Context: an optimization exercise on an open-source flow, tuned for small area and a short achievable clock period. The choices shown serve that exercise and are no tape-out recipe.
Function was not checked in any run shown here: the RTL went through the layout flow alone.
The flow treats the clock pin as an ideal source, which a real chip does not have.

==> flow/design.v (outline; a module is shown in full before it is edited, if it fits) <==
// module ecc_bch_codec: 2299 lines
// module dec_flags: 19 lines
// module c_a21o: 3 lines
// module c_a221o: 3 lines
// module c_a31oi: 3 lines
// module c_a32o: 3 lines
// module c_a32oi: 3 lines
// module c_inv: 3 lines
// module c_nand2: 3 lines
// module c_nand2b: 3 lines
// module c_nand3: 3 lines
// module c_nand3b: 3 lines
// module c_nand4: 3 lines
// module c_nor2: 3 lines
// module c_o2111a: 3 lines
// module c_o211a: 3 lines
// module c_o21a: 3 lines
// module c_o21ai: 3 lines
// module c_o22ai: 3 lines
// module c_o311ai: 3 lines
// module c_xnor2: 3 lines
// module c_xor2: 3 lines
module ecc_bch_codec (
    input  wire        clk,
    input  wire        rst,           
    input  wire        in_valid,
    input  wire [63:0] in_wdata,      
    input  wire [63:0] in_rdata,      
    input  wire [15:0] in_rcheck,     
    output reg         out_valid,
    output reg  [15:0] out_wcheck,    
    output reg  [63:0] out_data,      
    output reg         out_ce,        
    output reg         out_ue,        
    output reg  [1:0]  out_nbits      
);
  // ...
==> flow/flow/run.sh <==
#!/bin/bash
# Own layout flow: the standard ORFS flow (standard.sh, unchanged synthesis),
# with a setup-slack target for OpenROAD's timing repair and a small buffer cell
# for the port buffers. Everything else is as the standard flow's layout.
set -euo pipefail
MARGIN=$(cat flow/margin.txt)
bash standard.sh \
  "SETUP_SLACK_MARGIN=${MARGIN}" \
  "BUFFER_PORTS_ARGS=-buffer_cell sky130_fd_sc_hd__buf_1" \
  finish > orfs_make.log 2>&1
==> flow/flow/margin.txt <==
25.3
==> flow/standard.sh <==
#!/bin/bash
# synth_recipe.tcl (not shown) runs the flow's synth.tcl, then flattens the netlist and writes it again
# the make line also repeats each setting of config.mk as NAME=value (left out here)
make -C /OpenROAD-flow-scripts/flow DESIGN_CONFIG=/design/flow/config.mk WORK_HOME=/design/flow/orfs CLKGATE_MAP_FILE= SYNTH_SCRIPT=/design/flow/synth_recipe.tcl "${@:-finish}"
==> flow/config.mk <==
export PLATFORM = sky130hd
export DESIGN_NAME = ecc_bch_codec
export DESIGN_NICKNAME = ecc_bch_codec
export VERILOG_FILES = /design/flow/design.v
export SDC_FILE = /design/flow/constraint.sdc
export NUM_CORES = 4
export LEC_CHECK = 0
export CAP_MARGIN = 20
export CORE_MARGIN = 2
export CORE_UTILIZATION = 40
export SLEW_MARGIN = 20
export SYNTH_HIERARCHICAL = 1
export SYNTH_MINIMUM_KEEP_SIZE = 0
==> flow/constraint.sdc <==
create_clock -name core_clock -period 34.0 [get_ports {clk}]
set_input_delay 6.8000 -clock core_clock [delete_from_list [all_inputs] [get_ports {clk}]]
set_output_delay 6.8000 -clock core_clock [all_outputs]
set_load 0.01 [all_outputs]
==> impl_metrics.env, run 1 <==
export IMPL_vias=10400
export IMPL_dr_first_iter_drc_count=1190
export IMPL_clock_sinks=181
export IMPL_clockNetworkAreaShare_pct=4.49
export IMPL_synth_top_family_by_area="XOR/XNOR gates"
export IMPL_final_signal_buffer_count=237
export IMPL_cts_repair_resized=1
export IMPL_clock_skew_final_ns=0.0171
export IMPL_dr_pass1_iterations=6
export IMPL_layout_buffer_nonclock_area_share_pct=6.46
export IMPL_wl_per_cell_um=20.1
export IMPL_share_of_the_synthesized_area_in_the_top_cell_type_pct=51.1
export IMPL_share_of_the_final_layout_cell_area_in_sequential_cells_pct=25.6
export IMPL_register_area_share_after_synthesis_pct=30.0
export IMPL_synth_compound_area_share_pct=6.71
export IMPL_fraction_of_area_in_multi_input_gates_pct=58.8
export IMPL_multi_input_area_sq_um=8310
export IMPL_synth_edf_count=0
export IMPL_worst_skew_pair_late_latency_ns=0.45
export IMPL_setup_cp_type="primary input to flop"
export IMPL_vias_in_the_first_global_route=10100
export IMPL_run_status="complete, no violations"
export IMPL_arithmetic_cell_share_of_the_synthesized_area_counting_full_adders_half_adders_and_majority_gates_pct=0
export IMPL_tritoncts="built"
export IMPL_sequential_cell_total=181
export IMPL_synthMuxAreaShare_pct=0
==> run 2, diff against run 1 <==
==> flow/flow/run.sh (replaced) <==
#!/bin/bash
# Own layout flow: the standard ORFS flow (standard.sh, so the synthesis is
# the standard one), with these changes to how the layout is made:
#  - OpenROAD's timing repair aims at the setup slack in flow/margin.txt;
#  - the port buffers are sky130_fd_sc_hd__buf_1;
#  - any further make variables listed in flow/extra.txt (one per line);
#  - flow/post_cts.tcl, if present, runs at the end of ORFS's CTS step.
# The full make/ORFS output goes to orfs_make.log; ORFS keeps each step's log
# under orfs/logs/.
set -euo pipefail
MARGIN=$(cat flow/margin.txt)
EXTRA=()
if [[ -f flow/extra.txt ]]; then
  while IFS= read -r line; do [[ -n "$line" ]] && EXTRA+=("$line"); done < flow/extra.txt
fi
if [[ -f flow/post_cts.tcl ]]; then
  EXTRA+=("POST_CTS_TCL=$PWD/flow/post_cts.tcl")
fi
bash standard.sh \
  "SETUP_SLACK_MARGIN=${MARGIN}" \
  "BUFFER_PORTS_ARGS=-buffer_cell sky130_fd_sc_hd__buf_1" \
  "${EXTRA[@]}" \
  finish > orfs_make.log 2>&1
==> flow/flow/extra.txt (new file) <==
CTS_ARGS=-sink_clustering_enable -repair_clock_nets -buf_list sky130_fd_sc_hd__clkbuf_8 -dont_use_dummy_load
==> flow/flow/post_cts.tcl (new file) <==
# After CTS: a leaf clock buffer of the small type that drives many flip-flops
# is swapped for the larger clock buffer, to keep the flip-flop clock slew low.
set changed 0
foreach inst [get_cells clkbuf_*] {
  if {[get_property $inst ref_name] ne "sky130_fd_sc_hd__clkbuf_8"} { continue }
  set out [get_pins -of_objects $inst -filter "direction==output"]
  set n [llength [get_pins -of_objects [get_nets -of_objects $out] -filter "direction==input"]]
  if {$n >= 18} {
    puts "post_cts: [get_full_name $inst] drives $n pins, now sky130_fd_sc_hd__clkbuf_16"
    replace_cell $inst sky130_fd_sc_hd__clkbuf_16
    incr changed
  }
}
if {$changed} { detailed_placement }
==> run 2 against run 1 <==
  * Area after synthesis unchanged
  * Sequential share of layout area increased by 0.74 points
  * Via count decreased by 0.44%
  * Non-clock buffer count unchanged
  * Global-route usage decreased by 0.33 points
  * Die area unchanged
  * Worst setup slack improved by 0.0023 ns
  * First-iteration DRC count decreased by 12%
  * Largest cell class unchanged
  * Highest routed layer unchanged
==> impl_metrics.env, run 2 <==
export IMPL_commonest_non_fill_non_tap_cell_in_the_layout="sky130_fd_sc_hd__xor2_1"
export IMPL_synth_edf_count=0
export IMPL_largest_net_degree_at_the_start_of_global_routing=34
export IMPL_wl_per_cell_um=20.1
export IMPL_crit_cells=7
export IMPL_max_freq_mhz=116
export IMPL_cpMostUsedCell="sky130_fd_sc_hd__xor2_1"
export IMPL_cp_slowest_stage_delay_ns=0.47
export IMPL_top_cell_type_by_total_area_after_synthesis="sky130_fd_sc_hd__xor2_1"
export IMPL_std_cell_rows=63
export IMPL_report_final_slew_viol_count=0
export IMPL_rrSetupSlack_ns=26.71
export IMPL_gr_usage_all_layers_pct=24.8
export IMPL_run_status="complete, no violations"
export IMPL_dr_first_iter_drc_count=1050
export IMPL_cp_slowest_cell="sky130_fd_sc_hd__xor2_1"
export IMPL_netlist_top_cells_area="sky130_fd_sc_hd__xor2_1, sky130_fd_sc_hd__dfxtp_1, sky130_fd_sc_hd__nand2_1"
export IMPL_die_area_sq_um=31600
export IMPL_vias=10400
export IMPL_timing_max_cap_violations=0
export IMPL_synth_async_sr_flop_share_pct=0
export IMPL_dieHeight_um=178
export IMPL_share_of_the_synthesized_area_in_the_top_cell_type_pct=51.1
export IMPL_grt_remaining_overflow=0
export IMPL_synthMostInstantiatedCell="sky130_fd_sc_hd__xor2_1"
export IMPL_cp_num_buf_inv=1
export IMPL_synth_yosys_warnings=7
export IMPL_floorplan_core_area_sq_um=29700
export IMPL_clkSlewWorstSetupHoldPaths_ns=0.08
export IMPL_worst_skew_pair_late_latency_ns=0.47
export IMPL_finalSetupViolations=0
export IMPL_routed_via_density=5.25
export IMPL_arrival_ns=8.97
export IMPL_crit_path_start="in_rdata[3]"
export IMPL_synth_seq_cells=181
export IMPL_register_area_share_after_synthesis_pct=30.0
export IMPL_fin_setup_tns_ns=0
export IMPL_tritoncts="built"
export IMPL_final_hold_viol_count=0
export IMPL_layout_cells_most_common_list="sky130_fd_sc_hd__xor2_1, sky130_fd_sc_hd__buf_1, sky130_fd_sc_hd__dfxtp_1, sky130_fd_sc_hd__nand2_1, sky130_fd_sc_hd__o22ai_1"
export IMPL_cp_top_family="XOR/XNOR gates"
export IMPL_hp_class="flop to flop"
export IMPL_reg2reg_from="s10_r"
export IMPL_critical_path_required_ns=34.37
export IMPL_io_buffer_count=231
export IMPL_syn_num_nets=1483
export IMPL_r2r_end="out_data[12]"
export IMPL_timing_critical_path_cells="buf_1 -> xor2_1 -> xor2_2 -> xor2_1 -> xor2_1 -> xor2_1 -> xor2_1"
export IMPL_dominantRegCellSynth="sky130_fd_sc_hd__dfxtp_1"
export IMPL_design_portCount=232
export IMPL_timing_hold_ws_ns=0.344
export IMPL_layout_drive_gt1_share_pct=1.83
export IMPL_netlist_top_cells_count="sky130_fd_sc_hd__xor2_1, sky130_fd_sc_hd__dfxtp_1, sky130_fd_sc_hd__nand2_1, sky130_fd_sc_hd__o22ai_1, sky130_fd_sc_hd__nand4_1"
export IMPL_grt_antenna_before_repair=0
export IMPL_reg_top3="out_data (64), rd1 (64), out_wcheck (16)"
export IMPL_critical_path_launch_point_type="primary input"
export IMPL_setup_cp_type="primary input to flop"
export IMPL_clock_skew_final_ns=0.0306
export IMPL_drt_drc_violations_left=0
export IMPL_crit_end="s30_r"
export IMPL_post_route_min_period_ns=8.61
export IMPL_dr_pass1_iterations=6
export IMPL_clock_sinks=181
export IMPL_crit_fanout=3
export IMPL_ys_types=29
export IMPL_setup_repair_after_global_routing_missed_its_margin="no"
export IMPL_worst_r2r_cell_count=20
export IMPL_drt_antenna_violating_nets=0
export IMPL_finalNetCount=1737
export IMPL_num_antenna_cells=0
export IMPL_areaGrowthSynthToFinish_pct=13.7
export IMPL_vias_in_the_first_global_route=9961
export IMPL_syn_area_per_cell_sq_um=9.04
export IMPL_die_width_um=178
export IMPL_place_detailed_hpwl_mm=32.3
export IMPL_post_route_period_util_pct=25.3
export IMPL_global_route_wire_length_before_repair_mm=59.0
export IMPL_worstSetupEndpointType="flop"
export IMPL_gp_routability_congestion=0.990
export IMPL_finalWirelength_mm=39.7
export IMPL_mappedNetlistArea_sq_um=12100
export IMPL_synthesis_instances=1336
export IMPL_initial_utilization_pct=40.6
export IMPL_slew_headroom_pct=41.0
export IMPL_tightest_slew_ns=0.882
## run 2: cell type report
cell class                 count  area (sq um)
clock buffer                  17           245
fill                        2949         16000
inverter                      42           158
multi-input combinational   1111          8310
sequential                   181          3620
tap                          390           488
timing repair buffer         237           912
## run 2: per-stage QoR
step	cell area, sq um	util (%)	cells	worst slack [ns]
floorplan	12100	-	1336	25.63
global placement	13500	45.3	1961	24.90
detailed placement	13500	45.3	1961	24.88
global route	13700	46.2	1978	25.33
finish	13700	46.2	1978	25.39
## run 2: logic make-up after synthesis
logic type | synth area share, %
AOI/OAI and AO/OA | 6.71
xor gates and xnor gates | 51.6
buffers and inverters | 1.43
DFF | 30.0
and+or+nand+nor | 10.2
## run 2: worst min path at each step
| stage | to | startpoint | cells after the start |
|---|---|---|---|
| 2_1_floorplan | out_wcheck[14] | wc14_r | 0 |
| 3_3_place_gp | out_wcheck[14] | wc14_r | 0 |
| 3_5_place_dp | out_wcheck[14] | wc14_r | 0 |
| 5_1_grt | out_wcheck[14] | wc14_r | 0 |
| 6_report | out_wcheck[13] | wc13_r | 0 |
## run 2: per-layer routing
layer	global-route usage [%]	part of all wire, %	up-vias
li1	-	-	4861
met1	32.5	43	4823
met2	40.4	45	596
met3	5.23	8.7	102
met4	8.09	3.3	0
met5	0	0	-
## run 2: Yosys stat by module (local to each module, per instance), a selection
module / flops+latches / cells inside / times used
c_xor2: 0 / 1 / 705
c_o2111a: 0 / 1 / 1
c_a21o: 0 / 1 / 2
c_inv: 0 / 1 / 42
c_a221o: 0 / 1 / 8
c_a32oi: 0 / 1 / 1
c_nand3b: 0 / 1 / 1
## run 2: worst register-to-register path: cells and delay by family (launching register included)
family	cells	cell delay (ns)
XOR/XNOR	8	2.83
flip-flops	1	0.84
AND/OR/NAND/NOR	7	1.36
AO/OA/AOI/OAI	4	1.78
buffers and inverters	1	0.34
==> run 3, diff against run 2 <==
==> flow/flow/margin.txt (replaced) <==
25.5
==> run 3 against run 2 <==
  * Utilization increased by 0.44 points
  * Via count decreased by 0.92%
  * Critical path type unchanged
  * Highest routed layer unchanged
  * Clock skew increased by 0.0025 ns
  * Sequential share of layout area decreased by 0.25 points
  * Worst hold slack got worse by 0.00067 ns
  * Still clean
==> impl_metrics.env, run 3 <==
export IMPL_register_area_share_after_synthesis_pct=30.0
export IMPL_synth_compound_area_share_pct=6.71
export IMPL_design_portCount=232
export IMPL_layout_cells_most_common_list="sky130_fd_sc_hd__xor2_1, sky130_fd_sc_hd__buf_1, sky130_fd_sc_hd__dfxtp_1, sky130_fd_sc_hd__nand2_1, sky130_fd_sc_hd__o22ai_1"
export IMPL_crit_fanout=4
export IMPL_gr_usage_all_layers_pct=24.8
export IMPL_share_of_the_synthesized_area_in_the_top_cell_type_pct=51.1
export IMPL_met2_wirelength_mm=18.0
export IMPL_netlist_top_cells_area="sky130_fd_sc_hd__xor2_1, sky130_fd_sc_hd__dfxtp_1, sky130_fd_sc_hd__nand2_1"
export IMPL_synth_yosys_warnings=7
export IMPL_critical_path_required_ns=34.40
export IMPL_final_hold_viol_count=0
export IMPL_synth_seq_cells=181
export IMPL_r2r_end="out_data[12]"
export IMPL_setup_cp_type="primary input to flop"
export IMPL_setup_repair_after_global_routing_missed_its_margin="no"
export IMPL_dr_first_iter_drc_count=1011
export IMPL_dieHeight_um=178
export IMPL_top_cell_type_by_total_area_after_synthesis="sky130_fd_sc_hd__xor2_1"
export IMPL_vias=10300
export IMPL_wl_met1_mm=17.2
export IMPL_routed_via_density=5.20
export IMPL_io_buffer_count=231
export IMPL_commonest_non_fill_non_tap_cell_in_the_layout="sky130_fd_sc_hd__xor2_1"
export IMPL_drt_antenna_violating_nets=0
export IMPL_dominantRegCellSynth="sky130_fd_sc_hd__dfxtp_1"
export IMPL_ys_types=29
export IMPL_clkSlewWorstSetupHoldPaths_ns=0.08
export IMPL_post_route_period_util_pct=24.8
export IMPL_dp_cells=1961
export IMPL_global_route_wire_length_before_repair_mm=59.0
export IMPL_run_status="complete, no violations"
export IMPL_die_width_um=178
export IMPL_rrSetupSlack_ns=26.65
export IMPL_num_antenna_cells=0
export IMPL_tritoncts="built"
export IMPL_clock_sinks=181
export IMPL_utilization_pct=46.6
export IMPL_min_from="wc14_r"
export IMPL_die_area_sq_um=31600
export IMPL_synthesis_instances=1336
export IMPL_slew_headroom_pct=40.9
export IMPL_areaGrowthSynthToFinish_pct=14.8
export IMPL_post_route_min_period_ns=8.45
export IMPL_worstSetupEndpointType="flop"
export IMPL_hold_path_end="out_wcheck[14]"
export IMPL_arrival_ns=8.84
export IMPL_max_freq_mhz=118
export IMPL_synth_top_family_by_area="XOR/XNOR gates"
export IMPL_grt_remaining_overflow=0
export IMPL_synthMostInstantiatedCell="sky130_fd_sc_hd__xor2_1"
export IMPL_clock_skew_final_ns=0.0331
export IMPL_place_detailed_hpwl_mm=32.3
export IMPL_timing_max_cap_violations=0
export IMPL_mappedNetlistArea_sq_um=12100
export IMPL_synth_edf_count=0
export IMPL_std_cell_rows=63
export IMPL_report_final_slew_viol_count=0
export IMPL_gp_routability_congestion=0.990
export IMPL_fin_setup_tns_ns=0
export IMPL_wl_per_cell_um=20.0
export IMPL_critical_path_launch_point_type="primary input"
export IMPL_initial_utilization_pct=40.6
export IMPL_worst_r2r_cell_count=21
export IMPL_layout_drive_gt1_share_pct=3.02
export IMPL_reg_top3="out_data (64), rd1 (64), out_wcheck (16)"
export IMPL_arithmetic_cell_share_of_the_synthesized_area_counting_full_adders_half_adders_and_majority_gates_pct=0
export IMPL_drt_drc_violations_left=0
export IMPL_synth_simple_gate_area_share_pct=10.2
export IMPL_floorplan_core_area_sq_um=29700
export IMPL_min_delay_path_depth=0
export IMPL_synth_async_sr_flop_share_pct=0
export IMPL_met3_wirelength_mm=3.23
export IMPL_largest_net_degree_at_the_start_of_global_routing=34
export IMPL_finalWirelength_mm=39.6
export IMPL_syn_area_per_cell_sq_um=9.04
export IMPL_tightest_slew_ns=0.884
export IMPL_timing_hold_ws_ns=0.343
export IMPL_finish_cell_count_without_fillers=1978
export IMPL_netlist_top_cells_count="sky130_fd_sc_hd__xor2_1, sky130_fd_sc_hd__dfxtp_1, sky130_fd_sc_hd__nand2_1, sky130_fd_sc_hd__o22ai_1, sky130_fd_sc_hd__nand4_1"
export IMPL_post_route_worst_setup_slack_ns=25.55
export IMPL_vias_in_the_first_global_route=9972
export IMPL_synthMuxAreaShare_pct=0
export IMPL_grt_antenna_before_repair=0
export IMPL_dr_pass1_iterations=5
export IMPL_reg2reg_from="s11_r"
export IMPL_maxUsedRoutingLayer="met4"
export IMPL_finalSetupViolations=0
export IMPL_finalNetCount=1737
export IMPL_share_of_the_synthesized_netlist_area_taken_by_xor_and_xnor_gates_pct=51.6
export IMPL_worst_skew_pair_late_latency_ns=0.47
export IMPL_hp_class="flop to flop"
export IMPL_syn_num_nets=1483
export IMPL_dpl_worst_slack_ns=24.88
## run 3: cell types whose count changed in the layout (fill, tap and decap cells not counted), sizes merged
cell | before | now
buf | 237 | 236
clkbuf | 17 | 18
## run 3: cell families (layout without fill, tap and decap cells)
group,Yosys count,count (layout)
AOI/OAI and AO/OA,125,125
buffers and inverters,44,296
and+or+nand+nor,274,274
DFF,181,181
xor gates and xnor gates,712,712
## run 3: per-module statistics from Yosys, one instance, submodules excluded, excerpt
module | times used | cell area, sq um | flip-flops and latches | cells
c_xnor2 | 6 | 8.76 | 0 | 1
c_o211a | 1 | 10.0 | 0 | 1
c_a32oi | 1 | 8.76 | 0 | 1
c_a31oi | 16 | 6.26 | 0 | 1
c_xor2 | 705 | 8.76 | 0 | 1
c_o2111a | 1 | 11.3 | 0 | 1
c_a221o | 8 | 10.0 | 0 | 1
dec_flags | 1 | 123 | 0 | 18
c_nand2b | 1 | 6.26 | 0 | 1
c_nand4 | 51 | 6.26 | 0 | 1
## run 3: per-layer routing
layer / vias to the layer above / track usage (%)
met5: - / 0
met4: 0 / 8.09
met3: 80 / 5.23
met2: 559 / 40.4
met1: 4792 / 32.4
li1: 4855 / -
## run 3: worst max-delay path by stage
stage                     to          from  slack, ns  depth (start not counted)
floorplan           par_r_p0  in_rdata[37]      25.63                          6
global placement       s30_r   in_rdata[3]      24.90                          7
detailed placement     s30_r   in_rdata[3]      24.88                          7
global route           s12_r  in_rdata[62]      25.49                          7
finish                 wc6_r  in_wdata[24]      25.55                          7
## run 3: critical path, stage by stage
cell and delay, ns:
sky130_fd_sc_hd__buf_1 0.15, sky130_fd_sc_hd__xor2_1 0.48, sky130_fd_sc_hd__xor2_1 0.37, sky130_fd_sc_hd__xor2_1 0.32, sky130_fd_sc_hd__xor2_1 0.21, sky130_fd_sc_hd__xor2_1 0.33
sky130_fd_sc_hd__xor2_1 0.17
## run 3: final cells by class
cell class / instances / area, sq um
clock buffers: 17 / 245
fillers: 2928 / 15900
inverters: 42 / 158
multi-input cells: 1111 / 8430
flip-flops and latches: 181 / 3620
well taps: 390 / 488
repair buffers: 237 / 915
## run 3: through the flow
step                instance area, sq um
detailed placement                 13500
finish                             13900
global placement                   13500
global route                       13900
floorplan                          12100
==> run 4, diff against run 3 <==
==> flow/flow/margin.txt (replaced) <==
25.7
==> run 4 against run 3 <==
  * Critical path depth did not move
  * Clock-buffer cell count did not move
  * Via count rose by 0.40%
  * Worst hold slack got worse by 0.0017 ns
  * Critical endpoint is now s15_r
  * Largest cell class unchanged
  * Highest routed layer unchanged
==> impl_metrics.env, run 4 <==
export IMPL_fill_cells=2870
export IMPL_timing_critical_path_cells="buf_1 -> xor2_1 -> xor2_1 -> xor2_1 -> xor2_1 -> xor2_1 -> xor2_1"
export IMPL_grt_antenna_before_repair=3
export IMPL_tightest_slew_ns=0.868
export IMPL_place_detailed_hpwl_mm=32.6
export IMPL_crit_fanout=3
export IMPL_run_status="complete, no violations"
export IMPL_drt_antenna_violating_nets=0
export IMPL_layout_drive_gt1_share_pct=8.52
export IMPL_std_cell_rows=63
export IMPL_areaGrowthSynthToFinish_pct=20.4
export IMPL_clkSlewWorstSetupHoldPaths_ns=0.06
export IMPL_synth_async_sr_flop_share_pct=0
export IMPL_netlist_top_cells_count="sky130_fd_sc_hd__xor2_1, sky130_fd_sc_hd__dfxtp_1, sky130_fd_sc_hd__nand2_1, sky130_fd_sc_hd__o22ai_1, sky130_fd_sc_hd__nand4_1"
export IMPL_synth_seq_cells=181
export IMPL_worst_r2r_cell_count=21
export IMPL_top_cell_type_by_total_area_after_synthesis="sky130_fd_sc_hd__xor2_1"
export IMPL_vias=10300
export IMPL_synthMostInstantiatedCell="sky130_fd_sc_hd__xor2_1"
export IMPL_clock_sinks=181
export IMPL_ys_types=29
export IMPL_dr_first_iter_drc_count=1074
export IMPL_timing_max_cap_violations=0
export IMPL_tritoncts="built"
export IMPL_cpMostUsedCell="sky130_fd_sc_hd__xor2_1"
export IMPL_min_from="wc14_r"
export IMPL_die_width_um=178
export IMPL_hp_class="flop to flop"
export IMPL_min_delay_path_depth=0
export IMPL_drt_drc_violations_left=0
export IMPL_synth_edf_count=0
export IMPL_setup_cp_type="primary input to flop"
export IMPL_syn_num_nets=1483
export IMPL_critical_path_launch_point_type="primary input"
export IMPL_dr_pass1_iterations=6
export IMPL_dominantRegCellSynth="sky130_fd_sc_hd__dfxtp_1"
export IMPL_fin_setup_tns_ns=0
export IMPL_hold_path_end="out_wcheck[14]"
export IMPL_finalNetCount=1746
export IMPL_largest_net_degree_at_the_start_of_global_routing=34
export IMPL_gr_usage_all_layers_pct=25.2
export IMPL_synth_yosys_warnings=7
export IMPL_commonest_non_fill_non_tap_cell_in_the_layout="sky130_fd_sc_hd__xor2_1"
export IMPL_syn_area_per_cell_sq_um=9.04
export IMPL_io_buffer_count=231
export IMPL_initial_utilization_pct=40.6
export IMPL_reg2reg_from="s11_r"
export IMPL_finalSetupViolations=0
export IMPL_die_area_sq_um=31600
export IMPL_worstSetupEndpointType="flop"
export IMPL_synthesis_instances=1336
export IMPL_arrival_ns=8.70
export IMPL_slew_headroom_pct=42.0
export IMPL_clock_skew_final_ns=0.0423
export IMPL_routed_via_density=5.19
export IMPL_wl_per_cell_um=20.4
export IMPL_netlist_top_cells_area="sky130_fd_sc_hd__xor2_1, sky130_fd_sc_hd__dfxtp_1, sky130_fd_sc_hd__nand2_1"
export IMPL_global_route_wire_length_before_repair_mm=59.5
export IMPL_design_portCount=232
export IMPL_critical_path_required_ns=34.36
export IMPL_dieHeight_um=178
export IMPL_finalWirelength_mm=40.7
export IMPL_worst_skew_pair_late_latency_ns=0.48
export IMPL_max_freq_mhz=120
export IMPL_cp_slowest_stage_delay_ns=0.40
export IMPL_reg_top3="out_data (64), rd1 (64), out_wcheck (16)"
export IMPL_mappedNetlistArea_sq_um=12100
export IMPL_gp_routability_congestion=1.00
export IMPL_setup_repair_after_global_routing_missed_its_margin="yes"
export IMPL_crit_path_start="in_rdata[7]"
export IMPL_floorplan_core_area_sq_um=29700
export IMPL_post_route_min_period_ns=8.34
export IMPL_cp_slowest_cell="sky130_fd_sc_hd__xor2_1"
export IMPL_register_area_share_after_synthesis_pct=30.0
export IMPL_r2r_end="out_data[12]"
export IMPL_final_hold_viol_count=0
export IMPL_vias_in_the_first_global_route=10200
export IMPL_rrSetupSlack_ns=26.61
export IMPL_share_of_the_synthesized_area_in_the_top_cell_type_pct=51.1
export IMPL_grt_remaining_overflow=0
export IMPL_post_route_period_util_pct=24.5
export IMPL_layout_cells_most_common_list="sky130_fd_sc_hd__xor2_1, sky130_fd_sc_hd__buf_1, sky130_fd_sc_hd__dfxtp_1, sky130_fd_sc_hd__nand2_1, sky130_fd_sc_hd__xor2_2"
export IMPL_report_final_slew_viol_count=0
-- run 4: logic make-up after synthesis --
group / count (synthesis) / share of synthesized area (%)
buf+inv: 44 / 1.43
simple gates: 274 / 10.2
flops: 181 / 30.0
xor+xnor: 712 / 51.6
compound gates: 125 / 6.71
-- run 4: area by class of cell --
| cell class | instances | area, sq um | area share [%] |
|---|---|---|---|
| Antenna cell | 3 | 7.51 | 0.0516 |
| Clock buffer | 17 | 256 | 1.76 |
| Inverter | 42 | 158 | 1.08 |
| Multi-Input combinational cell | 1111 | 9010 | 62.0 |
| Sequential cell | 181 | 3620 | 24.9 |
| Tap cell | 390 | 488 | 3.36 |
| Timing Repair Buffer | 246 | 998 | 6.87 |
-- run 4: how the worst max path moves through the flow --
stage / to / slack [ns] / cells after the start
floorplan: par_r_p0 / 25.70 / 6
global placement: wc9_r / 25.04 / 7
detailed placement: s10_r / 25.04 / 7
global route: s15_r / 25.64 / 7
finish: s15_r / 25.66 / 7
-- run 4: critical path: cells and delay by family --
kind | cells | cell delay, ns
buf+inv | 1 | 0.21
xor+xnor | 6 | 1.70
-- run 4: stage by stage --
| step | utilization (%) | hold slack (ns) | std cells | area [sq um] | setup slack, ns |
|---|---|---|---|---|---|
| floorplan | - | 0.310 | 1336 | 12200 | 25.70 |
| global placement | 45.6 | 0.343 | 1962 | 13500 | 25.04 |
| detailed placement | 45.6 | 0.342 | 1962 | 13500 | 25.04 |
| global route | 48.9 | 0.335 | 1990 | 14500 | 25.64 |
| finish | 48.9 | 0.341 | 1990 | 14500 | 25.66 |
-- run 4: Yosys stat by module, one instance, submodules excluded, excerpt --
module | cell area (sq um) | times used
ecc_bch_codec | 3640 | 1
c_nor2 | 3.75 | 24
c_a32o | 10.0 | 2
dec_flags | 123 | 1
c_a32oi | 8.76 | 1
c_nand4 | 6.26 | 51
c_o2111a | 11.3 | 1
c_nand2b | 6.26 | 1
c_a21o | 7.51 | 2
c_nand2 | 3.75 | 157
c_inv | 3.75 | 42
c_o211a | 10.0 | 1
c_o311ai | 8.76 | 2
c_nand3 | 5.00 | 24
c_xnor2 | 8.76 | 6
c_nand3b | 7.51 | 1
-- run 4: routing by layer --
layer,share of wire [%],vias up,track usage (%)
met5,0,-,0
met3,8.1,86,4.28
met2,45,608,40.7
li1,-,4819,-
met1,42,4814,33.3
met4,3.9,0,10.5

[afterwards: timing with drivers on the ports]
Ports are ideal in the flow. The routed layouts listed here were re-timed in OpenROAD. Step 1 (the two cells are an assumption about what drives the block):
set clk [get_ports {clk}]
set_driving_cell -lib_cell sky130_fd_sc_hd__clkbuf_16 $clk
set_driving_cell -lib_cell sky130_fd_sc_hd__buf_2 [delete_from_list [all_inputs] $clk]
Step 2 adds t to the input delays and takes it off the output delays; t is the mean of the earliest and latest rising clock arrival at the registers after step 1. Input paths then give back, and output paths get back, about the clock's delay inside the block. Three values: ideal ports, drivers, drivers and shift; two values: the first two.
run | t, ns | setup WS [ns] | worst register clock-pin slew, ns | worst slew at a driven data input, ns | pins driven straight from the clock port
run 1 | 0.485 | 25.391 / 25.411 / 24.925 | 0.09 / 0.09 | 0.06 | 1
run 2 | 0.497 | 25.393 / 25.417 / 24.920 | 0.10 / 0.10 | 0.06 | 1
run 3 | 0.500 | 25.554 / 25.573 / 25.072 | 0.10 / 0.10 | 0.06 | 1
run 4 | 0.504 | 25.661 / 25.684 / 25.181 | 0.10 / 0.10 | 0.09 | 1
After both steps setup and hold are still met in every run listed. For run 3, which loses most, drivers alone change the setup slack by +0.019 ns; drivers and shift together by -0.482 ns.
